Context: an optimization exercise on an open-source flow, tuned for small area, a short achievable clock period and few clock cycles per item. The choices shown serve that exercise and are no tape-out recipe.
At most, simulation tests tie the RTL to the original design; equivalence was not proved.

== old ==
==> flow/design.v <==
module sha256_engine (
    input  wire         clk,
    input  wire         rst,         
    input  wire         in_valid,
    output wire         in_ready,
    input  wire         in_first,
    input  wire [31:0]  in_data,
    output wire         out_valid,
    input  wire         out_ready,
    output wire [255:0] out_digest
);
    reg        ld;         
    reg        rdy;        
    reg [3:0]  lag;        
    reg        run;        
    reg        fin;        
    reg        ov;         
    reg [3:0]  wcnt;       
    reg [5:0]  kn;         
    reg        first_q;    
    reg [31:0] w [0:15];
    reg [31:0] a, b, c, d, e, f, g, h;
    reg [31:0] p;
    reg [31:0] ra [0:3];
    reg [31:0] re [0:3];
    function [31:0] rotr(input [31:0] x, input integer n);
        rotr = (x >> n) | (x << (32 - n));
    endfunction
    function [31:0] bsig0(input [31:0] x);
        bsig0 = rotr(x, 2) ^ rotr(x, 13) ^ rotr(x, 22);
    endfunction
    function [31:0] bsig1(input [31:0] x);
        bsig1 = rotr(x, 6) ^ rotr(x, 11) ^ rotr(x, 25);
    endfunction
    function [31:0] ssig0(input [31:0] x);
        ssig0 = rotr(x, 7) ^ rotr(x, 18) ^ (x >> 3);
    endfunction
    function [31:0] ssig1(input [31:0] x);
        ssig1 = rotr(x, 17) ^ rotr(x, 19) ^ (x >> 10);
    endfunction
    function [31:0] csa_s(input [31:0] x, input [31:0] y, input [31:0] z);
        csa_s = x ^ y ^ z;
    endfunction
    function [31:0] csa_c(input [31:0] x, input [31:0] y, input [31:0] z);
        csa_c = ((x & y) | (x & z) | (y & z)) << 1;
    endfunction
    function [31:0] add_bk(input [31:0] x, input [31:0] y);
        reg [31:0] gg, pp, hs;
        integer l, i;
        begin
            gg = x & y;
            pp = x ^ y;
            hs = pp;
            for (l = 0; l < 5; l = l + 1) begin
                for (i = (2 << l) - 1; i < 32; i = i + (2 << l)) begin
                    gg[i] = gg[i] | (pp[i] & gg[i - (1 << l)]);
                    pp[i] = pp[i] & pp[i - (1 << l)];
                end
            end
            for (l = 3; l >= 0; l = l - 1) begin
                for (i = (3 << l) - 1; i < 32; i = i + (2 << l)) begin
                    gg[i] = gg[i] | (pp[i] & gg[i - (1 << l)]);
                    pp[i] = pp[i] & pp[i - (1 << l)];
                end
            end
            add_bk = hs ^ {gg[30:0], 1'b0};
        end
    endfunction
    localparam [31:0] IV0 = 32'h6a09e667, IV1 = 32'hbb67ae85,
                      IV2 = 32'h3c6ef372, IV3 = 32'ha54ff53a,
                      IV4 = 32'h510e527f, IV5 = 32'h9b05688c,
                      IV6 = 32'h1f83d9ab, IV7 = 32'h5be0cd19;
    reg [31:0] k_t;
    always @(*) begin
        case (kn)
            6'd0:  k_t = 32'h428a2f98; 6'd1:  k_t = 32'h71374491;
            6'd2:  k_t = 32'hb5c0fbcf; 6'd3:  k_t = 32'he9b5dba5;
            6'd4:  k_t = 32'h3956c25b; 6'd5:  k_t = 32'h59f111f1;
            6'd6:  k_t = 32'h923f82a4; 6'd7:  k_t = 32'hab1c5ed5;
            6'd8:  k_t = 32'hd807aa98; 6'd9:  k_t = 32'h12835b01;
            6'd10: k_t = 32'h243185be; 6'd11: k_t = 32'h550c7dc3;
            6'd12: k_t = 32'h72be5d74; 6'd13: k_t = 32'h80deb1fe;
            6'd14: k_t = 32'h9bdc06a7; 6'd15: k_t = 32'hc19bf174;
            6'd16: k_t = 32'he49b69c1; 6'd17: k_t = 32'hefbe4786;
            6'd18: k_t = 32'h0fc19dc6; 6'd19: k_t = 32'h240ca1cc;
            6'd20: k_t = 32'h2de92c6f; 6'd21: k_t = 32'h4a7484aa;
            6'd22: k_t = 32'h5cb0a9dc; 6'd23: k_t = 32'h76f988da;
            6'd24: k_t = 32'h983e5152; 6'd25: k_t = 32'ha831c66d;
            6'd26: k_t = 32'hb00327c8; 6'd27: k_t = 32'hbf597fc7;
            6'd28: k_t = 32'hc6e00bf3; 6'd29: k_t = 32'hd5a79147;
            6'd30: k_t = 32'h06ca6351; 6'd31: k_t = 32'h14292967;
            6'd32: k_t = 32'h27b70a85; 6'd33: k_t = 32'h2e1b2138;
            6'd34: k_t = 32'h4d2c6dfc; 6'd35: k_t = 32'h53380d13;
            6'd36: k_t = 32'h650a7354; 6'd37: k_t = 32'h766a0abb;
            6'd38: k_t = 32'h81c2c92e; 6'd39: k_t = 32'h92722c85;
            6'd40: k_t = 32'ha2bfe8a1; 6'd41: k_t = 32'ha81a664b;
            6'd42: k_t = 32'hc24b8b70; 6'd43: k_t = 32'hc76c51a3;
            6'd44: k_t = 32'hd192e819; 6'd45: k_t = 32'hd6990624;
            6'd46: k_t = 32'hf40e3585; 6'd47: k_t = 32'h106aa070;
            6'd48: k_t = 32'h19a4c116; 6'd49: k_t = 32'h1e376c08;
            6'd50: k_t = 32'h2748774c; 6'd51: k_t = 32'h34b0bcb5;
            6'd52: k_t = 32'h391c0cb3; 6'd53: k_t = 32'h4ed8aa4a;
            6'd54: k_t = 32'h5b9cca4f; 6'd55: k_t = 32'h682e6ff3;
            6'd56: k_t = 32'h748f82ee; 6'd57: k_t = 32'h78a5636f;
            6'd58: k_t = 32'h84c87814; 6'd59: k_t = 32'h8cc70208;
            6'd60: k_t = 32'h90befffa; 6'd61: k_t = 32'ha4506ceb;
            6'd62: k_t = 32'hbef9a3f7; default: k_t = 32'hc67178f2;
        endcase
    end
    wire take   = rdy && in_valid;                       
    wire init   = take && wcnt == 4'd0;                  
    wire pstep  = run || (take && wcnt != 4'd0);          
    wire rstep  = run || (take && wcnt[3:1] != 3'd0);     
    wire last   = run && kn == 6'd0;                      
    wire ffwd   = run && (kn[5:1] == 5'd31 || kn == 6'd0);  
    wire fstep  = ffwd || fin;                            
    wire [31:0] ch  = (e & f) ^ (~e & g);
    wire [31:0] maj = (a & b) ^ (a & c) ^ (b & c);
    wire [31:0] s1e = bsig1(e);
    wire [31:0] s0a = bsig0(a);
    wire [31:0] v_s  = csa_s(ch, p, d);
    wire [31:0] v_c  = csa_c(ch, p, d);
    wire [31:0] e1_s = csa_s(s1e, v_s, v_c);
    wire [31:0] e1_c = csa_c(s1e, v_s, v_c);
    wire [31:0] e_new = add_bk(e1_s, e1_c);
    wire [31:0] u_s  = csa_s(ch, maj, p);
    wire [31:0] u_c  = csa_c(ch, maj, p);
    wire [31:0] a1_s = csa_s(s1e, s0a, u_s);
    wire [31:0] a1_c = csa_c(s1e, s0a, u_s);
    wire [31:0] a2_s = csa_s(a1_s, a1_c, u_c);
    wire [31:0] a2_c = csa_c(a1_s, a1_c, u_c);
    wire [31:0] a_new = add_bk(a2_s, a2_c);
    wire [31:0] hn    = rstep ? g : h;
    wire [31:0] pn_s  = csa_s(hn, k_t, w[15]);
    wire [31:0] pn_c  = csa_c(hn, k_t, w[15]);
    wire [31:0] p_new = add_bk(pn_s, pn_c);
    wire [31:0] u0_s = csa_s(ssig1(w[14]), w[9], ssig0(w[1]));
    wire [31:0] u0_c = csa_c(ssig1(w[14]), w[9], ssig0(w[1]));
    wire [31:0] u1_s = csa_s(u0_s, u0_c, w[0]);
    wire [31:0] u1_c = csa_c(u0_s, u0_c, w[0]);
    wire [31:0] wnew = add_bk(u1_s, u1_c);
    wire [3:0] wcnt_n = take ? wcnt + 4'd1 : wcnt;
    wire       ld_n   = (take && wcnt == 4'd15) ? 1'b0 : (last ? 1'b1 : ld);
    wire [3:0] lag_n  = (!ld_n || wcnt_n == 4'd0 || take) ? 4'd0 : lag + 4'd1;
    wire       ov_n   = fin ? 1'b1 : (ov && !out_ready ? 1'b1 : 1'b0);
    wire       rdy_n  = ld_n && lag_n == 4'd0 && !(wcnt_n == 4'd15 && ov_n);
    reg [31:0] iva, ive;
    always @(*) begin
        case (kn[1:0])
            2'd2:    begin iva = IV3; ive = IV7; end
            2'd3:    begin iva = IV2; ive = IV6; end
            2'd0:    begin iva = IV1; ive = IV5; end
            default: begin iva = IV0; ive = IV4; end
        endcase
    end
    wire [31:0] fa_sum = add_bk(first_q ? iva : ra[0], a);
    wire [31:0] fe_sum = add_bk(first_q ? ive : re[0], e);
    assign in_ready   = rdy;
    assign out_valid  = ov;
    assign out_digest = {ra[3], ra[2], ra[1], ra[0], re[3], re[2], re[1], re[0]};
    integer i;
    always @(posedge clk) begin
        if (rst) begin
            ld   <= 1'b1;
            rdy  <= 1'b1;
            lag  <= 4'd0;
            run  <= 1'b0;
            fin  <= 1'b0;
            ov   <= 1'b0;
            wcnt <= 4'd0;
        end else begin
            ld   <= ld_n;
            rdy  <= rdy_n;
            lag  <= lag_n;
            wcnt <= wcnt_n;
            ov   <= ov_n;
            fin  <= last;
            if (take && wcnt == 4'd15)
                run <= 1'b1;
            else if (last)
                run <= 1'b0;
        end
    end
    always @(posedge clk) begin
        if (init)
            kn <= 6'd0;
        else if (pstep)
            kn <= kn + 6'd1;
        if (init)
            first_q <= in_first;
        for (i = 0; i < 15; i = i + 1)
            w[i] <= w[i + 1];
        w[15] <= take ? in_data : (run ? wnew : w[0]);
        if (pstep)
            p <= p_new;
        if (init && in_first) begin
            {a, b, c, d, e, f, g, h} <= {IV0, IV1, IV2, IV3, IV4, IV5, IV6, IV7};
        end else if (rstep) begin
            h <= g;
            g <= f;
            f <= e;
            e <= e_new;
            d <= c;
            c <= b;
            b <= a;
            a <= a_new;
        end else if (fin) begin
            {a, b, c, d} <= {fa_sum, ra[3], ra[2], ra[1]};
            {e, f, g, h} <= {fe_sum, re[3], re[2], re[1]};
        end
        if (fstep) begin
            ra[0] <= ra[1]; ra[1] <= ra[2]; ra[2] <= ra[3]; ra[3] <= fa_sum;
            re[0] <= re[1]; re[1] <= re[2]; re[2] <= re[3]; re[3] <= fe_sum;
        end
    end
endmodule
clock: 10.0 ns
lec_check: 0
cap_margin: 20
core_margin: 2
core_utilization: 40
setup_slack_margin: 5
slew_margin: 20
run.sh (not shown) runs the stock make flow with config.mk's settings and CLKGATE_MAP_FILE= SYNTH_SCRIPT=/design/flow/synth_recipe.tcl, a recipe that flattens the netlist after the stock synthesis.
Input-level comparison between new and old:
diff --git a/flow/design.v b/flow/design.v
--- a/flow/design.v
+++ b/flow/design.v
@@ -16,10 +16,12 @@
     reg        fin;        
     reg        ov;         
     reg [3:0]  wcnt;       
     reg [5:0]  kn;         
     reg        first_q;    
+    reg        ff_first;   
+    reg        early;      
     reg [31:0] w [0:15];
     reg [31:0] a, b, c, d, e, f, g, h;
     reg [31:0] p;
     reg [31:0] ra [0:3];
     reg [31:0] re [0:3];
@@ -120,43 +122,45 @@
     wire [31:0] s0a = bsig0(a);
     wire [31:0] v_s  = csa_s(ch, p, d);
     wire [31:0] v_c  = csa_c(ch, p, d);
     wire [31:0] e1_s = csa_s(s1e, v_s, v_c);
     wire [31:0] e1_c = csa_c(s1e, v_s, v_c);
-    wire [31:0] e_new = add_bk(e1_s, e1_c);
+    wire [31:0] e_new = e1_s + e1_c;
     wire [31:0] u_s  = csa_s(ch, maj, p);
     wire [31:0] u_c  = csa_c(ch, maj, p);
     wire [31:0] a1_s = csa_s(s1e, s0a, u_s);
     wire [31:0] a1_c = csa_c(s1e, s0a, u_s);
     wire [31:0] a2_s = csa_s(a1_s, a1_c, u_c);
     wire [31:0] a2_c = csa_c(a1_s, a1_c, u_c);
-    wire [31:0] a_new = add_bk(a2_s, a2_c);
-    wire [31:0] hn    = rstep ? g : h;
+    wire [31:0] a_new = a2_s + a2_c;
+    wire [31:0] h0    = fin ? (first_q ? IV7 : re[1]) : h;
+    wire [31:0] hn    = (ld && wcnt == 4'd1) ? h0 : g;
     wire [31:0] pn_s  = csa_s(hn, k_t, w[15]);
     wire [31:0] pn_c  = csa_c(hn, k_t, w[15]);
     wire [31:0] p_new = add_bk(pn_s, pn_c);
     wire [31:0] u0_s = csa_s(ssig1(w[14]), w[9], ssig0(w[1]));
     wire [31:0] u0_c = csa_c(ssig1(w[14]), w[9], ssig0(w[1]));
     wire [31:0] u1_s = csa_s(u0_s, u0_c, w[0]);
     wire [31:0] u1_c = csa_c(u0_s, u0_c, w[0]);
     wire [31:0] wnew = add_bk(u1_s, u1_c);
     wire [3:0] wcnt_n = take ? wcnt + 4'd1 : wcnt;
-    wire       ld_n   = (take && wcnt == 4'd15) ? 1'b0 : (last ? 1'b1 : ld);
+    wire       ld_n   = (take && wcnt == 4'd15) ? 1'b0 :
+                        ((run && kn == 6'd63) ? 1'b1 : ld);
     wire [3:0] lag_n  = (!ld_n || wcnt_n == 4'd0 || take) ? 4'd0 : lag + 4'd1;
     wire       ov_n   = fin ? 1'b1 : (ov && !out_ready ? 1'b1 : 1'b0);
     wire       rdy_n  = ld_n && lag_n == 4'd0 && !(wcnt_n == 4'd15 && ov_n);
     reg [31:0] iva, ive;
     always @(*) begin
-        case (kn[1:0])
-            2'd2:    begin iva = IV3; ive = IV7; end
-            2'd3:    begin iva = IV2; ive = IV6; end
-            2'd0:    begin iva = IV1; ive = IV5; end
+        case ({fin, kn[1:0]})
+            3'b010:  begin iva = IV3; ive = IV7; end
+            3'b011:  begin iva = IV2; ive = IV6; end
+            3'b000:  begin iva = IV1; ive = IV5; end
             default: begin iva = IV0; ive = IV4; end
         endcase
     end
-    wire [31:0] fa_sum = add_bk(first_q ? iva : ra[0], a);
-    wire [31:0] fe_sum = add_bk(first_q ? ive : re[0], e);
+    wire [31:0] fa_sum = add_bk(ff_first ? iva : ra[0], a);
+    wire [31:0] fe_sum = add_bk(ff_first ? ive : re[0], e);
     assign in_ready   = rdy;
     assign out_valid  = ov;
     assign out_digest = {ra[3], ra[2], ra[1], ra[0], re[3], re[2], re[1], re[0]};
     integer i;
     always @(posedge clk) begin
@@ -186,26 +190,29 @@
             kn <= 6'd0;
         else if (pstep)
             kn <= kn + 6'd1;
         if (init)
             first_q <= in_first;
+        if (take && wcnt == 4'd15)
+            ff_first <= first_q;
+        early <= init && run;
         for (i = 0; i < 15; i = i + 1)
             w[i] <= w[i + 1];
         w[15] <= take ? in_data : (run ? wnew : w[0]);
         if (pstep)
             p <= p_new;
-        if (init && in_first) begin
-            {a, b, c, d, e, f, g, h} <= {IV0, IV1, IV2, IV3, IV4, IV5, IV6, IV7};
-        end else if (rstep) begin
+        if (rstep) begin
             h <= g;
             g <= f;
             f <= e;
             e <= e_new;
             d <= c;
             c <= b;
             b <= a;
             a <= a_new;
+        end else if ((init && in_first) || (fin && early && first_q)) begin
+            {a, b, c, d, e, f, g, h} <= {IV0, IV1, IV2, IV3, IV4, IV5, IV6, IV7};
         end else if (fin) begin
             {a, b, c, d} <= {fa_sum, ra[3], ra[2], ra[1]};
             {e, f, g, h} <= {fe_sum, re[3], re[2], re[1]};
         end
         if (fstep) begin
==> run summary <==
- Compared with old, in new minimum clock period after layout -0.50 ns, distinct cell type count of the synthesized netlist up 6, area occupied by registers went up 9.8%.
- Between new and old, the overall global routing resource usage figures differ only marginally.
- Synthesized area: old vs new — no meaningful difference
- Compared new against old; y dimension of the die within noise.
- Lower smallest setup slack after layout goes to old over new.
- Compared old against new; flop and latch count out of synthesis within noise.
- The multi-input logic portion of the cell area of new falls short of that of old by 4.0 points.
- The final reports for new and old show number of buffers created by CTS higher in the former.
Testbench counts of new, summed over its fixed seeds: cycles 55,794, blocks 858.
Only the layout flow was run in old; the RTL was not checked for function there.

port drivers added, routing unchanged:
Ports are ideal in the flow. The routed layouts listed here were re-timed in OpenROAD.
Step 1: set_driving_cell puts a clkbuf_16 on clk and a buf_2 on each other input, an assumption about the parent block.
Step 2 adds t to the input delays and takes it off the output delays; t is the mean of the earliest and latest rising clock arrival at the registers after step 1. Input paths then give back, and output paths get back, about the clock's delay inside the block.
Slacks: no drivers / after step 1 / after step 2; pairs: no drivers / after step 1.
| run | shift t [ns] | setup WS [ns] | worst register clock-pin slew, ns | cell pins on the clock port's net |
|---|---|---|---|---|
| old | 0.815 | 4.424 / 4.425 / 3.629 | 0.07 / 0.07 | 1 |
| new | 0.808 | 4.925 / 4.925 / 4.296 | 0.07 / 0.07 | 1 |
After both steps setup and hold are still met in every run listed. The setup slack of old, which loses most, moves by +0.001 ns with the drivers and by -0.795 ns with both steps.
